Context: an optimization exercise on an open-source flow, tuned for small area. The choices shown serve that exercise and are no tape-out recipe.
In this exercise RTL edits were held to simulation tests only and were not proved equivalent to the original.
No driver is modelled on the clock port, so clocking that relies on it looks cheaper here than on a real chip.
Power and IR drop assume default switching activity.

### flow/config.mk
export PLATFORM = sky130hd
export DESIGN_NAME = slrx
export DESIGN_NICKNAME = slrx
export VERILOG_FILES = /design/flow/design.v
export SDC_FILE = /design/flow/constraint.sdc
export NUM_CORES = 4
export LEC_CHECK = 0
export CAP_MARGIN = 20
export CORE_MARGIN = 2
export CORE_UTILIZATION = 60
export SLEW_MARGIN = 20
### flow/constraint.sdc
create_clock -name core_clock -period 25.0 [get_ports {clk}]
set_input_delay 5.0000 -clock core_clock [delete_from_list [all_inputs] [get_ports {clk}]]
set_output_delay 5.0000 -clock core_clock [all_outputs]
set_load 0.01 [all_outputs]
### flow/design.v
module slrx (
    input             clk,
    input             rst,           
    input             in_valid,      
    input      [9:0]  in_cg,
    output reg        sync,          
    output reg        cell_valid,    
    output            cell_link,     
    output     [63:0] cell_hdr,      
    output     [71:0] cell_payload,  
    output reg [31:0] cv_cnt,        
    output reg [31:0] crc_cnt,       
    output reg [31:0] stomp_cnt,     
    output reg [31:0] rx_cells,      
    output reg [15:0] abort_cnt,     
    output reg [15:0] loss_cnt       
);
    reg rd;                      
    wire [7:0] dec_byte;
    wire is_data, is_comma, is_sdc, is_sdl, is_abort, rd_next;
    slrx_dec u_dec (
        .in_cg(in_cg), .rd_i(rd),
        .dec_byte_o(dec_byte), .is_data_o(is_data), .is_comma_o(is_comma),
        .is_sdc_o(is_sdc), .is_sdl_o(is_sdl), .is_abort_o(is_abort),
        .rd_next_o(rd_next)
    );
    wire is_start = is_sdc || is_sdl;
    wire is_cv    = !(is_data || is_comma || is_start || is_abort);
    reg        armed;            
    reg [5:0]  gcnt;
    function [5:0] gstep(input [5:0] g);
        gstep = {g[4:0], g[5] ^ g[4] ^ (g[4:0] == 5'd0)};
    endfunction
    wire gcnt_last = gcnt == 6'b100000;
    reg [4:0]  age1, age2, age3;
    function [4:0] astep(input [4:0] a);
        astep = {a[3:0], (a[4] ^ a[2]) & (a[3:0] != 4'd0)};
    endfunction
    wire lose_sync = (is_cv && age3 != 5'd0) || (!is_comma && gcnt_last);
    reg        in_cell;
    reg [4:0]  pos;              
    reg        cur_link;
    reg [135:0] cbuf;            
    reg [15:0] crc;
    function [15:0] crc16_byte(input [15:0] c, input [7:0] d);
        reg [15:0] r;
        integer k;
        begin
            r = c ^ {d, 8'h00};
            for (k = 0; k < 8; k = k + 1)
                r = r[15] ? ((r << 1) ^ 16'h1021) : (r << 1);
            crc16_byte = r;
        end
    endfunction
    wire pos_body = !(pos[4:1] == 4'b1111);     
    wire pos_b19  = pos == 5'b11110;
    wire [15:0] chk   = {crc[15:8] ^ dec_byte, crc[7:0]};
    wire crc_good     = chk == 16'h0000;
    wire crc_stomp    = chk == 16'hFFFF;
    assign cell_hdr     = cbuf[63:0];
    assign cell_payload = cbuf[135:64];
    assign cell_link    = cur_link;
    wire frame   = in_valid && sync && !lose_sync;   
    wire judge   = frame && in_cell && is_data && pos_b19;
    always @(posedge clk) begin
        if (in_valid) begin
            if (is_start) begin
                pos      <= 5'b01010;
                crc      <= 16'hFFFF;
                cur_link <= is_sdl;
            end else begin
                pos <= {pos[3:0], pos[4] ^ pos[2]};
                if (pos_body)
                    crc <= crc16_byte(crc, dec_byte);
                else
                    crc[7:0] <= crc[7:0] ^ dec_byte;
            end
            if (pos_body)
                cbuf <= {dec_byte, cbuf[135:8]};
        end
    end
    always @(posedge clk) begin
        if (!sync || (in_valid && sync && (lose_sync || !is_data || pos_b19)))
            in_cell <= 1'b0;
        if (frame && is_start)
            in_cell <= 1'b1;
    end
    always @(posedge clk) begin
        if (!sync) begin
            age1 <= 5'd0;
            age2 <= 5'd0;
            age3 <= 5'd0;
        end else if (in_valid) begin
            if (is_cv) begin
                age1 <= 5'b00001;
                age2 <= astep(age1);
                age3 <= astep(age2);
            end else begin
                age1 <= astep(age1);
                age2 <= astep(age2);
                age3 <= astep(age3);
            end
        end
    end
    always @(posedge clk) begin
        if (in_valid)
            gcnt <= (sync ? is_comma : (is_cv || !armed)) ? 6'd0 : gstep(gcnt);
    end
    wire inc_cv    = in_valid && sync && is_cv;
    wire inc_loss  = in_valid && sync && lose_sync && !(&loss_cnt);
    wire in_frame  = frame && in_cell;
    wire inc_crc   = in_frame && (is_start || is_comma || (judge && !crc_good && !crc_stomp));
    wire inc_abort = in_frame && is_abort && !(&abort_cnt);
    wire inc_rx    = judge && crc_good;
    wire inc_stomp = judge && crc_stomp;
    function [31:0] bump32(input [31:0] q, input en, input clr);
        reg t;
        integer k;
        begin
            t = en;
            for (k = 0; k < 32; k = k + 1) begin
                bump32[k] = ~((clr | (q[k] & t)) | ~(q[k] | t));
                t = t & q[k];
            end
        end
    endfunction
    function [15:0] bump16(input [15:0] q, input en, input clr);
        reg t;
        integer k;
        begin
            t = en;
            for (k = 0; k < 16; k = k + 1) begin
                bump16[k] = ~((clr | (q[k] & t)) | ~(q[k] | t));
                t = t & q[k];
            end
        end
    endfunction
    always @(posedge clk) begin
        cv_cnt    <= bump32(cv_cnt,    inc_cv,    rst);
        crc_cnt   <= bump32(crc_cnt,   inc_crc,   rst);
        stomp_cnt <= bump32(stomp_cnt, inc_stomp, rst);
        rx_cells  <= bump32(rx_cells,  inc_rx,    rst);
        abort_cnt <= bump16(abort_cnt, inc_abort, rst);
        loss_cnt  <= bump16(loss_cnt,  inc_loss,  rst);
    end
    always @(posedge clk) begin
        if (rst) begin
            sync       <= 1'b0;
            armed      <= 1'b0;
            rd         <= 1'b0;
            cell_valid <= 1'b0;
        end else begin
            cell_valid <= judge && crc_good && cbuf[15:12] < 4'hA;
            if (in_valid) begin
                rd <= rd_next;
                if (!sync) begin
                    if (is_cv)
                        armed <= 1'b0;
                    else if (armed) begin
                        if (gcnt_last) begin
                            sync  <= 1'b1;
                            armed <= 1'b0;
                        end
                    end else if (is_comma)
                        armed <= 1'b1;
                end else if (lose_sync)
                    sync <= 1'b0;
            end
        end
    end
endmodule
module slrx_dec(in_cg, rd_i, dec_byte_o, is_data_o, is_comma_o, is_sdc_o, is_sdl_o, is_abort_o, rd_next_o);
  input [9:0] in_cg;
  wire [9:0] in_cg;
  input rd_i;
  wire rd_i;
  output [7:0] dec_byte_o;
  wire [7:0] dec_byte_o;
  output is_data_o;
  wire is_data_o;
  output is_comma_o;
  wire is_comma_o;
  output is_sdc_o;
  wire is_sdc_o;
  output is_sdl_o;
  wire is_sdl_o;
  output is_abort_o;
  wire is_abort_o;
  output rd_next_o;
  wire rd_next_o;
  wire _000_;
  wire _001_;
  wire _002_;
  wire _003_;
  wire _004_;
  wire _005_;
  wire _006_;
  wire _007_;
  wire _008_;
  wire _009_;
  wire _010_;
  wire _011_;
  wire _012_;
  wire _013_;
  wire _014_;
  wire _015_;
  wire _016_;
  wire _017_;
  wire _018_;
  wire _019_;
  wire _020_;
  wire _021_;
  wire _022_;
  wire _023_;
  wire _024_;
  wire _025_;
  wire _026_;
  wire _027_;
  wire _028_;
  wire _029_;
  wire _030_;
  wire _031_;
  wire _032_;
  wire _033_;
  wire _034_;
  wire _035_;
  wire _036_;
  wire _037_;
  wire _038_;
  wire _039_;
  wire _040_;
  wire _041_;
  wire _042_;
  wire _043_;
  wire _044_;
  wire _045_;
  wire _046_;
  wire _047_;
  wire _048_;
  wire _049_;
  wire _050_;
  wire _051_;
  wire _052_;
  wire _053_;
  wire _054_;
  wire _055_;
  wire _056_;
  wire _057_;
  wire _058_;
  wire _059_;
  wire _060_;
  wire _061_;
  wire _062_;
  wire _063_;
  wire _064_;
  wire _065_;
  wire _066_;
  wire _067_;
  wire _068_;
  wire _069_;
  wire _070_;
  wire _071_;
  wire _072_;
  wire _073_;
  wire _074_;
  wire _075_;
  wire _076_;
  wire _077_;
  wire _078_;
  wire _079_;
  wire _080_;
  wire _081_;
  wire _082_;
  wire _083_;
  wire _084_;
  wire _085_;
  wire _086_;
  wire _087_;
  wire _088_;
  wire _089_;
  wire _090_;
  wire _091_;
  wire _092_;
  wire _093_;
  wire _094_;
  wire _095_;
  wire _096_;
  wire _097_;
  wire _098_;
  wire _099_;
  wire _100_;
  wire _101_;
  wire _102_;
  wire _103_;
  wire _104_;
  wire _105_;
  wire _106_;
  wire _107_;
  wire _108_;
  wire _109_;
  wire _110_;
  wire _111_;
  wire _112_;
  wire _113_;
  wire _114_;
  wire _115_;
  wire _116_;
  wire _117_;
  wire _118_;
  wire _119_;
  wire _120_;
  wire _121_;
  wire _122_;
  wire _123_;
  wire _124_;
  wire _125_;
  wire _126_;
  wire _127_;
  wire _128_;
  wire _129_;
  wire _130_;
  wire _131_;
  wire _132_;
  wire _133_;
  wire _134_;
  wire _135_;
  wire _136_;
  wire _137_;
  wire _138_;
  wire _139_;
  wire _140_;
  wire _141_;
  wire _142_;
  wire _143_;
  wire _144_;
  wire _145_;
  wire _146_;
  wire _147_;
  wire _148_;
  wire _149_;
  wire _150_;
  wire _151_;
  wire _152_;
  wire [3:0] c4;
  wire [5:0] c6;
  wire ca;
  wire cb;
  wire cc;
  wire cd;
  wire ce;
  wire ci;
  wire [4:0] dx;
  wire [2:0] dy;
  wire is_abort;
  wire is_comma;
  wire is_data;
  wire is_sdc;
  wire is_sdl;
  wire rd;
  wire rd_next;
  assign _085_ = 4'h1 >> in_cg[3:2];
  assign _086_ = 4'h4 >> { _085_, in_cg[1] };
  assign _087_ = 4'h8 >> { in_cg[1], in_cg[2] };
  assign _088_ = 4'h1 >> { _087_, _086_ };
  assign _089_ = 4'h2 >> { in_cg[3], in_cg[0] };
  assign _090_ = 4'h2 >> { _089_, _088_ };
  assign _091_ = 4'h4 >> { in_cg[3], in_cg[0] };
  assign _092_ = 4'h4 >> { _091_, in_cg[1] };
  assign dec_byte_o[6] = 4'hd >> { _092_, _090_ };
  assign _093_ = 4'h1 >> { in_cg[1], in_cg[2] };
  assign _094_ = 4'h8 >> in_cg[1:0];
  assign _095_ = 4'h4 >> { _094_, _090_ };
  assign _096_ = 4'h1 >> { _095_, _093_ };
  assign dec_byte_o[5] = 4'hb >> { _096_, _091_ };
  assign _097_ = 4'h2 >> { in_cg[0], in_cg[2] };
  assign _098_ = 4'h8 >> in_cg[3:2];
  assign _099_ = 4'h2 >> { _098_, in_cg[0] };
  assign _100_ = 4'h1 >> { _099_, _097_ };
  assign dec_byte_o[7] = 4'hd >> { _100_, _088_ };
  assign _101_ = 4'h8 >> { in_cg[7], in_cg[9] };
  assign _102_ = 4'h1 >> { in_cg[6], in_cg[8] };
  assign _103_ = 4'h8 >> { _102_, _101_ };
  assign _104_ = 4'h8 >> { in_cg[4], in_cg[6] };
  assign _105_ = 4'h4 >> { in_cg[5], in_cg[7] };
  assign _106_ = 4'h8 >> { _105_, _104_ };
  assign _107_ = 4'h8 >> { in_cg[6], in_cg[8] };
  assign _108_ = 4'h8 >> { in_cg[7], in_cg[8] };
  assign _109_ = 4'h4 >> { _108_, in_cg[9] };
  assign _110_ = 4'h1 >> { in_cg[5], in_cg[6] };
  assign _111_ = 4'h2 >> { in_cg[4], in_cg[8] };
  assign _112_ = 4'h4 >> { _111_, _110_ };
  assign _113_ = 4'h1 >> { in_cg[7], in_cg[9] };
  assign _114_ = 4'h1 >> { _113_, _101_ };
  assign _115_ = 4'h2 >> { _114_, in_cg[4] };
  assign _116_ = 4'h4 >> { _111_, _101_ };
  assign _117_ = 4'h2 >> { _116_, _110_ };
  assign _118_ = 4'h4 >> { _117_, _115_ };
  assign _119_ = 4'h1 >> { _118_, _112_ };
  assign _120_ = 4'h8 >> { _119_, _109_ };
  assign _121_ = 4'h1 >> { _120_, _106_ };
  assign _122_ = 4'h1 >> { _121_, _107_ };
  assign _123_ = 4'h1 >> { _107_, _102_ };
  assign _124_ = 4'h8 >> { in_cg[5], in_cg[8] };
  assign _125_ = 4'h2 >> { in_cg[5], in_cg[6] };
  assign _126_ = 4'h1 >> { _125_, _104_ };
  assign _127_ = 4'h4 >> { _126_, _124_ };
  assign _128_ = 4'h2 >> { _127_, _113_ };
  assign _129_ = 4'h1 >> { _124_, _110_ };
  assign _130_ = 4'h8 >> { _129_, _101_ };
  assign _131_ = 4'h8 >> { _130_, in_cg[4] };
  assign _132_ = 4'h1 >> { _131_, _128_ };
  assign dec_byte_o[1] = 4'h7 >> { _132_, _119_ };
  assign _133_ = 4'h1 >> { in_cg[4], in_cg[7] };
  assign _134_ = 4'h8 >> { _133_, in_cg[6] };
  assign _135_ = 4'h4 >> { _134_, in_cg[5] };
  assign _136_ = 4'h1 >> { _135_, dec_byte_o[1] };
  assign _137_ = 4'h8 >> { _136_, _123_ };
  assign _138_ = 4'h1 >> { _136_, _123_ };
  assign _139_ = 4'h1 >> { _138_, _137_ };
  assign dec_byte_o[3] = 4'h1 >> { _139_, _122_ };
  assign _140_ = 4'h2 >> { dec_byte_o[3], in_cg[6] };
  assign _141_ = 4'h4 >> { dec_byte_o[3], in_cg[6] };
  assign _142_ = 4'h1 >> { _141_, _140_ };
  assign _143_ = 4'h4 >> { _142_, _106_ };
  assign _144_ = 4'h4 >> { _133_, in_cg[5] };
  assign _145_ = 4'h1 >> { _144_, in_cg[9] };
  assign _146_ = 4'h8 >> { _145_, _143_ };
  assign _147_ = 4'h2 >> { _142_, in_cg[9] };
  assign _148_ = 4'h1 >> { _147_, _146_ };
  assign dec_byte_o[0] = 4'he >> { _148_, _103_ };
  assign _149_ = 4'h4 >> { _144_, in_cg[6] };
  assign _150_ = 4'h1 >> { _149_, in_cg[5] };
  assign _151_ = 4'h2 >> { _113_, in_cg[8] };
  assign _152_ = 4'h1 >> { _151_, _101_ };
  assign _000_ = 4'h2 >> { _152_, _150_ };
  assign _001_ = 4'h2 >> in_cg[5:4];
  assign _002_ = 4'h1 >> { in_cg[4], in_cg[6] };
  assign _003_ = 4'h8 >> { _002_, _152_ };
  assign _004_ = 4'h1 >> { _003_, _001_ };
  assign _005_ = 4'h4 >> { _113_, in_cg[8] };
  assign _006_ = 4'h1 >> { _005_, _110_ };
  assign _007_ = 4'h4 >> { _006_, _004_ };
  assign _008_ = 4'h1 >> { _001_, in_cg[6] };
  assign _009_ = 4'h1 >> { _008_, _125_ };
  assign _010_ = 4'h8 >> { _009_, _005_ };
  assign _011_ = 4'h8 >> { _152_, _106_ };
  assign _012_ = 4'h1 >> { _011_, _010_ };
  assign _013_ = 4'h4 >> { _012_, _007_ };
  assign dec_byte_o[4] = 4'h4 >> { _013_, _000_ };
  assign _014_ = 4'h8 >> { _123_, in_cg[4] };
  assign _015_ = 4'h1 >> { _108_, in_cg[5] };
  assign _016_ = 4'h8 >> { _015_, _145_ };
  assign _017_ = 4'h4 >> { _016_, _014_ };
  assign _018_ = 4'h1 >> { _014_, _134_ };
  assign _019_ = 4'h2 >> { _018_, in_cg[9] };
  assign _020_ = 4'h4 >> { _105_, _104_ };
  assign _021_ = 4'h1 >> { _020_, _019_ };
  assign _022_ = 4'h4 >> { _021_, _017_ };
  assign dec_byte_o[2] = 4'h4 >> { _022_, _120_ };
  assign _023_ = 4'h4 >> { _089_, in_cg[6] };
  assign _024_ = 4'h8 >> { _023_, in_cg[2] };
  assign _025_ = 4'h4 >> { _091_, rd_i };
  assign _026_ = 4'h4 >> { _025_, in_cg[2] };
  assign _027_ = 4'h1 >> { _026_, _024_ };
  assign _028_ = 4'h8 >> { rd_i, in_cg[4] };
  assign _029_ = 4'h8 >> { _028_, in_cg[1] };
  assign _030_ = 4'h2 >> { _029_, _152_ };
  assign _031_ = 4'h4 >> in_cg[5:4];
  assign _032_ = 4'h4 >> { _031_, in_cg[1] };
  assign _033_ = 4'h1 >> { _032_, _152_ };
  assign _034_ = 4'h1 >> { _033_, _030_ };
  assign _035_ = 4'h4 >> { _034_, _027_ };
  assign _036_ = 4'h8 >> { _035_, dec_byte_o[3] };
  assign is_abort_o = 4'h4 >> { _036_, dec_byte_o[0] };
  assign is_sdl_o = 4'h8 >> { _036_, _123_ };
  assign is_sdc_o = 4'h4 >> { _036_, dec_byte_o[2] };
  assign _037_ = 4'h8 >> { _104_, in_cg[5] };
  assign _038_ = 4'h8 >> { _037_, in_cg[7] };
  assign _039_ = 4'h1 >> { _038_, _149_ };
  assign _040_ = 4'h8 >> { _101_, in_cg[8] };
  assign _041_ = 4'h2 >> { _152_, rd_i };
  assign _042_ = 4'h1 >> { _041_, _104_ };
  assign _043_ = 4'h4 >> { _042_, _040_ };
  assign _044_ = 4'h4 >> { _152_, rd_i };
  assign _045_ = 4'h1 >> { _044_, _005_ };
  assign _046_ = 4'h4 >> { _045_, _002_ };
  assign _047_ = 4'h1 >> { _046_, in_cg[5] };
  assign _048_ = 4'h8 >> { _047_, _043_ };
  assign _049_ = 4'h1 >> { rd_i, in_cg[6] };
  assign _050_ = 4'h2 >> { _049_, _040_ };
  assign _051_ = 4'h8 >> { rd_i, in_cg[6] };
  assign _052_ = 4'h2 >> { _051_, _005_ };
  assign _053_ = 4'h1 >> { _052_, _050_ };
  assign _054_ = 4'h8 >> { _049_, _152_ };
  assign _055_ = 4'h4 >> { _051_, _152_ };
  assign _056_ = 4'h1 >> { _055_, _054_ };
  assign _057_ = 4'h8 >> { _087_, in_cg[0] };
  assign _058_ = 4'h4 >> { _093_, in_cg[0] };
  assign _059_ = 4'h1 >> { _058_, _057_ };
  assign _060_ = 4'h2 >> { _059_, _056_ };
  assign _061_ = 4'h8 >> { _098_, in_cg[1] };
  assign _062_ = 4'h1 >> { _061_, _086_ };
  assign _063_ = 4'h4 >> { _062_, _001_ };
  assign _064_ = 4'h4 >> { _063_, _031_ };
  assign _065_ = 4'h1 >> { _064_, _056_ };
  assign _066_ = 4'h1 >> { _065_, _060_ };
  assign _067_ = 4'h8 >> { _066_, _053_ };
  assign _068_ = 4'h8 >> { _046_, in_cg[5] };
  assign _069_ = 4'h4 >> { _068_, _043_ };
  assign _070_ = 4'h2 >> { _069_, _067_ };
  assign _071_ = 4'h4 >> { _070_, _048_ };
  assign _072_ = 4'h4 >> { _071_, _027_ };
  assign is_comma_o = 4'h4 >> { _072_, _039_ };
  assign _073_ = 4'h2 >> { _068_, _043_ };
  assign _074_ = 4'h1 >> { _073_, _047_ };
  assign _075_ = 4'h4 >> { _094_, _085_ };
  assign _076_ = 4'h1 >> { _075_, _098_ };
  assign _077_ = 4'h2 >> { _076_, _074_ };
  assign _078_ = 4'h2 >> { _077_, _039_ };
  assign _079_ = 4'h1 >> in_cg[1:0];
  assign _080_ = 4'h1 >> { _079_, _085_ };
  assign _081_ = 4'h1 >> { _074_, _098_ };
  assign _082_ = 4'h4 >> { _081_, _080_ };
  assign _083_ = 4'h2 >> { _082_, _071_ };
  assign is_data_o = 4'h8 >> { _083_, _078_ };
  assign _084_ = 4'h2 >> { _081_, _080_ };
  assign rd_next_o = 4'he >> { _084_, _094_ };
  assign dy = dec_byte_o[7:5];
  assign dx = dec_byte_o[4:0];
  assign ci = in_cg[4];
  assign ce = in_cg[5];
  assign cd = in_cg[6];
  assign cc = in_cg[7];
  assign cb = in_cg[8];
  assign ca = in_cg[9];
  assign is_abort = is_abort_o;
  assign is_sdl = is_sdl_o;
  assign is_sdc = is_sdc_o;
  assign is_comma = is_comma_o;
  assign is_data = is_data_o;
  assign rd_next = rd_next_o;
  assign c4 = in_cg[3:0];
  assign c6 = in_cg[9:4];
  assign rd = rd_i;
endmodule
### flow/flow/run.sh
#!/bin/bash
# Layout flow: the standard flow (standard.sh) with these changes:
#  - synthesis is ORFS's synthesis script unchanged except for the ABC
#    mapping script, which maps for area (strash; dc2; amap) instead of
#    delay; the registers come out as in the standard synthesis;
#  - the port buffers use the smallest buffer, buf_1;
#  - the clock tree uses clkbuf_4 with small sink clusters and no dummy loads;
#  - after CTS the resizer sizes gates down where timing allows.
# Each step's full output goes to a log file in this folder.
set -euo pipefail
HERE=$(pwd)
rm -rf "$HERE/area_scripts"
mkdir -p "$HERE/area_scripts"
cp -r "$FLOW_HOME/scripts/." "$HERE/area_scripts/"
cp "$HERE/flow/abc_map.script" "$HERE/area_scripts/abc_speed.script"
SCRIPTS_DIR="$HERE/area_scripts" bash standard.sh synth > "$HERE/synth.log" 2>&1
export BUFFER_PORTS_ARGS="-buffer_cell sky130_fd_sc_hd__buf_1"
export CTS_ARGS="-sink_clustering_enable -repair_clock_nets -dont_use_dummy_load -sink_clustering_size 10 -sink_clustering_max_diameter 50 -buf_list sky130_fd_sc_hd__clkbuf_4"
export POST_CTS_TCL="$HERE/flow/post_cts.tcl"
bash standard.sh > "$HERE/standard.log" 2>&1
### flow/flow/abc_map.script
strash
dc2
amap
### flow/flow/post_cts.tcl
# Size gates down on paths with slack to spare.
puts "post_cts: area recovery"
log_cmd repair_timing -recover_power 100
set result [catch { detailed_placement } msg]
if { $result != 0 } {
  error "Detailed placement failed after area recovery: $msg"
}
check_placement -verbose
report_design_area
### flow/standard.sh
#!/bin/bash
# synth_recipe.tcl (not shown) runs the flow's synth.tcl, then flattens the netlist and writes it again
# the make line also repeats each setting of config.mk as NAME=value (left out here)
make -C /OpenROAD-flow-scripts/flow DESIGN_CONFIG=/design/flow/config.mk WORK_HOME=/design/flow/orfs CLKGATE_MAP_FILE= SYNTH_SCRIPT=/design/flow/synth_recipe.tcl "${@:-finish}"
==> metrics.yaml, run 1 <==
logic_synthesis:
  synth.most_common_cell: "nor2_1"
  ys_types: 38
  syn-cell-area_um2: 12700
  dominantRegCellSynth: "dfxtp_1"
  synth_top_area_cell: "edfxtp_1"
  asyncSetResetFlopFracSynth_pct: 0
  syn_area_per_cell_um2: 11.0
  ys_seq_area_share_pct: 67.0
  synth-edff-count: 164
  synth_seq_cells: 344
  ys_top_cells_by_count: "nor2_1 (223), dfxtp_1 (180), edfxtp_1 (164)"
  ys_warn_count: 1
  netlist.area_leader.share_pct: 38.7
  syn_inst: 1158
  syn_nets: 1176
  netlist_top_cells_area: "edfxtp_1 (39%), dfxtp_1 (28%), nor2_1 (6.6%)"
global_route:
  grt_overflow: 0
  antenna_found_initial: 1
  first_global_vias: 8658
  grt_pass1_wl_mm: 44.6
  grt_usage_pct: 25.0
  grt_max_degree: 107
floorplanning:
  start_util_pct: 60.9
  die_h_um: 150
  num_rows: 53
  io_pins: 312
  core_um2: 20900
  fp.dieW_um: 150
  die_area_um2: 22400
critical_path:
  crit_arrival_ps: 14540
  slowest_stage: "a221oi_1"
  end_kind: "register"
  crit_path_start_kind: "primary input"
  crit_type: "in -> reg"
  slowest_delay_ps: 550
  required_ps: 25570
  crit_top_cell: "and3_1"
  crit_path_max_fanout: 16
sta:
  finalCritPeriodShare_pct: 55.9
  worst_pin_slew_ps: 1060
  hold_violations: 0
  rsz0062_at_grt: "no"
  holdWs_ps: 401
  finClkSkew_ps: 112
  drv_slew: 0
  tns_ps: 0
  relSlewSlack_pct: 29.4
  fmax_mhz: 71.5
  finalSetupViolations: 0
  min_period_ps: 13980
route:
  first_iter_violations: 621
  wl_mm: 29.0
  postRouteAntennaNets: 0
  dr.pass1.iters: 5
  wire_per_inst_um: 16.1
  drt-vias-per-instance: 5.53
  num_vias: 9916
  post-route-drc-count: 0
pwr:
  powerDensity_nw_per_um2: 65.9
  p_leak_uw: 0.00513
  irDropWorstVdd_uv: 40.2
place:
  port_buffers: 311
  dp_hpwl_mm: 21.5
  place.gp.congestion: 0.898
outcome:
  status: "timing/DRC/antenna clean"
flow_run:
  maxCapViolations: 0
layout:
  fill_cells: 1677
  drive_gt1_share_pct: 3.36
  area.growth.synth_to_final_pct: 15.0
  final_net_count: 1538
clock_tree:
  cts_sinks: 344
  clk_pin_slew_ps: 100
  clock_latency_ps: 670
  cts_tree: "yes"
min_path:
  hold_class: "reg -> reg"
==> stage by stage <==
stage,cells,utilization (%),total power (uW),setup slack [ps],cell area (um2)
after floorplan,1158,-,700,12100,12700
after global placement,1750,68.4,732,11380,14300
after global routing,1794,70.0,1010,10040,14600
final,1794,70.0,963,11020,14600
after detailed placement,1750,68.4,734,11010,14300
==> placed cells by master, fill, tap and decap left out, types with 8 or more instances in the layout <==
master,n
a21oi_1,15
a22oi_1,11
a31oi_1,8
and2_0,15
and3_1,129
buf_1,309
clkbuf_4,45
clkinv_1,82
dfxtp_1,180
edfxtp_1,164
nand2_1,24
nand4_1,15
nor2_1,222
nor2b_1,10
nor3_1,159
nor4_1,8
o21ai_0,22
o221ai_1,14
o22ai_1,15
==> sequential cells by signal (all words and copies together) (netlist names), 5 cells and up <==
name,flops
crc,16
age1,5
gcnt,6
rx_cells,32
age3,5
abort_cnt,16
pos,5
crc_cnt,32
stomp_cnt,32
cbuf,136
cv_cnt,32
age2,5
loss_cnt,16
==> logic make-up after synthesis <==
group,synth area share [%]
flops,67.0
simple gates,23.3
buf+inv,2.42
compound gates,6.79
fa+ha+maj,0.492
==> per-layer routing <==
metal / GRT usage [%] / up-vias / wire length [um] / share of wire (%)
met1: 32.7 / 4563 / 12000 / 41
met4: 7.00 / 0 / 587 / 2.0
li1: - / 4989 / - / -
met3: 7.53 / 43 / 2660 / 9.2
met5: 0 / - / 0 / 0
met2: 40.8 / 321 / 13700 / 47
==> worst max-delay path, delay by kind of cell <==
kind	cells	cell delay [ps]
AO/OA/AOI/OAI	8	2270
AND/OR/NAND/NOR	27	5230
buffers and inverters	5	2030
==> cell type report <==
type / instances / area (um2) / area share (%)
multi-input cells: 732 / 3900 / 26.7
clock buffers: 42 / 315 / 2.16
diodes: 1 / 2.50 / 0.0171
inverters: 82 / 308 / 2.10
flip-flops and latches: 344 / 8530 / 58.3
well taps: 275 / 344 / 2.35
repair buffers: 318 / 1230 / 8.41
==> worst paths after layout <==
check                               from           to  slack (ps)  cells past startpoint
worst max register to register        rd  crc_cnt[31]       16900                     36
worst max-delay path            in_cg[6]  crc_cnt[31]       11020                     40
worst min-delay path            cbuf[96]     cbuf[88]         400                      0
worst min register to register  cbuf[96]     cbuf[88]         400                      0
==> where the power goes <==
group / internal (uW) / switching [uW] / total [uW]
registers: 620 / 13.9 / 634
clock network: 77.7 / 164 / 241
logic: 25.5 / 61.9 / 87.4
total: 724 / 240 / 963
==> run 2: changes to the inputs <==
--- a/flow/flow/run.sh
+++ b/flow/flow/run.sh
@@ -3,4 +3,5 @@
 #  - synthesis is ORFS's synthesis script unchanged except for the ABC
-#    mapping script, which maps for area (strash; dc2; amap) instead of
-#    delay; the registers come out as in the standard synthesis;
+#    mapping script (abc_map.script), which restructures with dc2 and
+#    &deepsyn and maps for area with amap instead of for delay; the
+#    registers come out as in the standard synthesis;
 #  - the port buffers use the smallest buffer, buf_1;
==> flow/flow/abc_map.script (replaced) <==
strash
dc2
&get -n
&deepsyn -J 50 -T 600
&put
amap
==> run 2 against run 1 <==
  * Synthesized cell count barely moved
  * Clock-buffer cell count fell by 2
  * Critical path depth fell by 3
  * Register-to-register slack better by 830 ps
==> metrics.yaml, run 2 <==
clock_tree:
  clock_latency_ps: 640
  cts_sinks: 344
  cts_tree: "yes"
  clk_pin_slew_ps: 100
place:
  dpl.cell_count: 1748
  place.gp.congestion: 0.926
  placed_area_um2: 14200
  dp_hpwl_mm: 22.0
  port_buffers: 311
route:
  post-route-drc-count: 0
  dr.pass1.iters: 6
  wire_per_inst_um: 16.3
  wl_mm: 29.2
  drt-vias-per-instance: 5.51
  postRouteAntennaNets: 0
  num_vias: 9864
  first_iter_violations: 523
logic_synthesis:
  ys_warn_count: 1
  syn_area_per_cell_um2: 10.9
  netlist_top_cells_area: "edfxtp_1 (39%), dfxtp_1 (28%), nor2_1 (6.7%)"
  synth-edff-count: 164
  synth_seq_cells: 344
  synth_top_area_cell: "edfxtp_1"
  synth.most_common_cell: "nor2_1"
  ys_types: 38
  ys_seq_area_share_pct: 67.4
  syn_inst: 1157
  netlist.area_leader.share_pct: 38.9
  dominantRegCellSynth: "dfxtp_1"
  syn-cell-area_um2: 12700
  ys_top_cells_by_count: "nor2_1 (226), dfxtp_1 (180), edfxtp_1 (164)"
  syn_nets: 1175
  asyncSetResetFlopFracSynth_pct: 0
layout:
  area.growth.synth_to_final_pct: 15.0
  regMostFlops: "cbuf"
  final_util_pct: 69.7
  fin_area_um2: 14600
  final_net_count: 1535
  layout_common_cells: "buf_1 (306), nor2_1 (226), dfxtp_1 (180)"
  largest_register_ffs: 136
  fill_cells: 1642
  drive_gt1_share_pct: 3.10
  instances_no_fill: 1791
  final_common_cell: "buf_1"
critical_path:
  slowest_stage: "nor3_1"
  crit_arrival_ps: 12680
  crit_path_start_kind: "primary input"
  end_kind: "register"
  critical_path.endpoint: "rx_cells[31]"
  crit_path_max_fanout: 6
  crit_family: "simple AND/OR/NAND/NOR gates"
  r2r-end: "rx_cells[31]"
  crit_type: "in -> reg"
  timing.critical_path.buf_inv: 6
  crit_top_cell: "and3_1"
  rrSetupSlack_ps: 17730
  r2r_start: "rd"
  required_ps: 25570
  startpoint: "in_cg[9]"
  worstRegToRegCells: 32
  path_depth: 37
  slowest_delay_ps: 560
floorplanning:
  start_util_pct: 60.6
  io_pins: 312
  num_rows: 53
  fp.dieW_um: 149
  core_um2: 20900
  die_area_um2: 22300
  die_h_um: 149
sta:
  rsz0062_at_grt: "no"
  fmax_mhz: 82.6
  worst_pin_slew_ps: 905
  holdWs_ps: 435
  finClkSkew_ps: 42.0
  finalCritPeriodShare_pct: 48.4
  finalSetupViolations: 0
  relSlewSlack_pct: 39.6
  min_period_ps: 12110
  drv_slew: 0
  tns_ps: 0
  hold_violations: 0
global_route:
  antenna_found_initial: 1
  first_global_vias: 8641
  grt_pass1_wl_mm: 44.1
  grt_overflow: 0
  grt_max_degree: 89
  grt_usage_pct: 25.0
pwr:
  p_leak_uw: 0.00522
  sw_frac_of_total_pct: 24.5
  p_int_uw: 720
  powerDensity_nw_per_um2: 65.5
  power.switching_uw: 234
  combPwrFrac_pct: 9.0
  power_frac_seq_pct: 66.4
  irDropWorstVdd_uv: 57.2
  p_clk_share_pct: 24.6
flow_run:
  maxCapViolations: 0
min_path:
  hold_class: "reg -> reg"
outcome:
  status: "timing/DRC/antenna clean"
## run 2: kinds of logic after synthesis
family | share of synthesized area, %
buffers and inverters | 2.64
AOI/OAI and AO/OA | 7.50
DFF | 67.4
and+or+nand+nor | 22.0
adders and majority gates | 0.494
## run 2: power by group through the flow
| stage | logic [uW] | registers (uW) | clock network, uW |
|---|---|---|---|
| after floorplan | 44.9 | 653 | 0 |
| after global placement | 83.0 | 644 | 0 |
| after detailed placement | 83.9 | 646 | 0 |
| after global routing | 94.4 | 636 | 264 |
| final | 85.5 | 633 | 235 |
## run 2: cell type report
class / instances / area, um2 / area share, %
Multi-Input combinational cell: 724 / 3800 / 26.1
Sequential cell: 344 / 8530 / 58.6
Timing Repair Buffer: 318 / 1250 / 8.57
Inverter: 89 / 334 / 2.30
Antenna cell: 1 / 2.50 / 0.0172
Tap cell: 275 / 344 / 2.36
Clock buffer: 40 / 300 / 2.06
## run 2: through the flow
step / worst slack [ps] / total power, uW
floorplan: 13580 / 698
global placement: 12590 / 727
detailed placement: 12320 / 730
finish: 12890 / 954
global route: 12020 / 995
## run 2: how the worst min path moves through the flow
stage / from / endpoint / slack, ps / depth (start not counted)
final: cbuf[95] / cbuf[87] / 430 / 0
after floorplan: age1[4] / age1[4] / 450 / 2
after global routing: cbuf[76] / cbuf[68] / 450 / 0
after global placement: cbuf[10] / cbuf[2] / 420 / 0
after detailed placement: cbuf[28] / cbuf[20] / 430 / 0
## run 2: routing by layer
metal | share of wire [%] | track usage, % | vias to the layer above
met4 | 1.7 | 6.38 | 0
met1 | 41 | 32.4 | 4559
li1 | - | - | 4924
met2 | 49 | 42.0 | 341
met3 | 8.9 | 6.73 | 40
met5 | 0 | 0 | -
==> run 3: changes to the inputs <==
--- a/flow/flow/run.sh
+++ b/flow/flow/run.sh
@@ -4,4 +4,4 @@
 #    mapping script (abc_map.script), which restructures with dc2 and
-#    &deepsyn and maps for area with amap instead of for delay; the
-#    registers come out as in the standard synthesis;
+#    &deepsyn and maps with &nf with the delay target relaxed, for area
+#    rather than delay; the registers come out as in the standard synthesis;
 #  - the port buffers use the smallest buffer, buf_1;
==> flow/flow/abc_map.script (replaced) <==
strash
dc2
&get -n
&deepsyn -J 50 -T 600
&nf -R 1000 -p
&put
==> run 3 against run 2 <==
  * Clock skew grew 18 ps
  * Cell area shrank 0.93%
  * Critical path depth grew 4
  * Area after synthesis shrank 0.85%
  * Critical path type unchanged
  * Largest cell class unchanged
  * Highest routed layer unchanged
==> metrics.yaml, run 3 <==
outcome:
  status: "timing/DRC/antenna clean"
global_route:
  grt_pass1_wl_mm: 44.0
  first_global_vias: 8402
  antenna_found_initial: 1
  grt_overflow: 0
  grt_max_degree: 95
  grt_usage_pct: 25.1
logic_synthesis:
  syn_nets: 1067
  syn_inst: 1049
  synth.most_common_cell: "dfxtp_1"
  synth-edff-count: 164
  ys_top_cells_by_count: "dfxtp_1 (180), edfxtp_1 (164), a21oi_1 (125)"
  synth_top_area_cell: "edfxtp_1"
  ys_types: 46
  syn-cell-area_um2: 12600
  syn_area_per_cell_um2: 12.0
  dominantRegCellSynth: "dfxtp_1"
  asyncSetResetFlopFracSynth_pct: 0
  netlist_top_cells_area: "edfxtp_1 (39%), dfxtp_1 (29%), a21oi_1 (5.0%)"
  netlist.area_leader.share_pct: 39.2
  ys_warn_count: 1
  ys_seq_area_share_pct: 67.9
  synth_seq_cells: 344
critical_path:
  crit_type: "in -> reg"
  slowest_delay_ps: 450
  crit_top_cell: "and3_1"
  crit_arrival_ps: 13670
  end_kind: "register"
  crit_family: "simple AND/OR/NAND/NOR gates"
  crit_path_start_kind: "primary input"
  timing.critical_path.buf_inv: 2
  rrSetupSlack_ps: 16660
  required_ps: 25550
  crit_path_max_fanout: 7
  slowest_stage: "or3_1"
route:
  first_iter_violations: 675
  wire_per_inst_um: 17.2
  dr.pass1.iters: 8
  post-route-drc-count: 0
  postRouteAntennaNets: 0
  wl_mm: 28.9
  num_vias: 9430
  drt-vias-per-instance: 5.63
layout:
  largest_register_ffs: 136
  final_net_count: 1425
  fill_cells: 1623
  final_common_cell: "buf_1"
  drive_gt1_share_pct: 3.42
  area.growth.synth_to_final_pct: 14.9
  seqCellArea_um2: 8530
  final_util_pct: 70.8
  multi_input_area_um2: 3940
  layout_common_cells: "buf_1 (306), dfxtp_1 (180), edfxtp_1 (164)"
  instances_no_fill: 1676
  regMostFlops: "cbuf"
pwr:
  power_frac_seq_pct: 64.1
  p_int_uw: 759
  sw_frac_of_total_pct: 25.9
  p_leak_uw: 0.00523
  p_clk_share_pct: 23.2
  combPwrFrac_pct: 12.7
  irDropWorstVdd_uv: 38.8
  powerDensity_nw_per_um2: 71.1
  power.switching_uw: 266
sta:
  finalCritPeriodShare_pct: 52.5
  relSlewSlack_pct: 40.6
  finClkSkew_ps: 59.7
  fmax_mhz: 76.2
  finalSetupViolations: 0
  hold_violations: 0
  min_period_ps: 13120
  worst_pin_slew_ps: 891
  drv_slew: 0
  rsz0062_at_grt: "no"
  tns_ps: 0
place:
  place.gp.congestion: 0.839
  dp_hpwl_mm: 21.1
  dpl.cell_count: 1634
  port_buffers: 311
flow_run:
  maxCapViolations: 0
floorplanning:
  fp.dieW_um: 149
  io_pins: 312
  start_util_pct: 61.6
  core_um2: 20400
  num_rows: 52
  die_h_um: 149
  die_area_um2: 22100
clock_tree:
  clock_latency_ps: 640
  cts_sinks: 344
  clk_pin_slew_ps: 100
  cts_tree: "yes"
min_path:
  hold_class: "reg -> reg"
-- run 3: layout make-up --
cell class | count | area share, %
well taps | 270 | 2.34
diodes | 1 | 0.0174
inverters | 24 | 0.625
repair buffers | 316 | 8.43
flip-flops and latches | 344 | 59.2
clock buffers | 40 | 2.08
multi-input cells | 681 | 27.4
-- run 3: worst paths after layout --
check | from | endpoint | cells after the start
setup / recovery | in_cg[9] | rx_cells[30] | 41
setup reg to reg | rd | rx_cells[30] | 35
hold reg to reg | cbuf[122] | cbuf[114] | 0
hold / removal | cbuf[122] | cbuf[114] | 0
-- run 3: power groups by stage --
stage	registers [uW]	logic, uW	clock network [uW]
final	657	131	237
after global routing	660	145	269
after detailed placement	669	129	0
after global placement	667	127	0
after floorplan	673	83.7	0
-- run 3: cell families (layout without fill, tap and decap cells) --
logic type | count (synthesis) | after routing | share of synthesized area (%)
flops | 344 | 344 | 67.9
mux | 1 | 1 | 0.0897
compound gates | 254 | 254 | 12.5
buf+inv | 24 | 380 | 0.718
xor+xnor | 30 | 30 | 2.09
other cells | 0 | 1 | 0
simple gates | 391 | 391 | 16.1
fa+ha+maj | 5 | 5 | 0.498
-- run 3: metrics by stage --
| stage | worst slack (ps) | instance area (um2) | power (uW) | hold slack [ps] |
|---|---|---|---|---|
| 2_1_floorplan | 12780 | 12600 | 756 | 451 |
| 3_3_place_gp | 11870 | 14100 | 793 | 426 |
| 3_5_place_dp | 11320 | 14100 | 798 | 429 |
| 5_1_grt | 10970 | 14400 | 1070 | 421 |
| 6_report | 11880 | 14400 | 1020 | 404 |
-- run 3: metal layers --
metal  part of all wire [%]  up-vias  track usage, %  wire, um
li1                       -     4634               -         -
met1                     41     4419            32.7     11800
met2                     49      319            42.5     14100
met3                    7.6       58            5.46      2180
met4                    2.7        0            8.00       786
met5                      0        -               0         0

-- port drivers added, routing unchanged --
The results above use ideal ports. As a check the final layouts listed here were re-extracted and re-timed, cells and wires unchanged.
Step 1: set_driving_cell puts a clkbuf_16 on clk and a buf_2 on each other input, an assumption about the parent block.
Step 2 moves the port delays by t, midway between the first and last clock arrival at a register: inputs arrive t later, outputs are due t later. That takes back most of the time a late clock gives input paths.
a / b / c = ideal ports / drivers / drivers and shift; a / b = the first two.
run | t (ns) | setup WS [ns] | latest minus earliest clock arrival (ns)
run 1 | 0.654 | 11.022 / 11.039 / 10.385 | 0.116 / 0.116
run 2 | 0.658 | 12.891 / 12.902 / 12.244 | 0.042 / 0.042
run 3 | 0.653 | 11.879 / 11.899 / 11.246 | 0.068 / 0.067
After both steps every run listed still meets setup and hold. The setup slack of run 2, which loses most, moves by +0.011 ns with the drivers and by -0.647 ns with both steps.
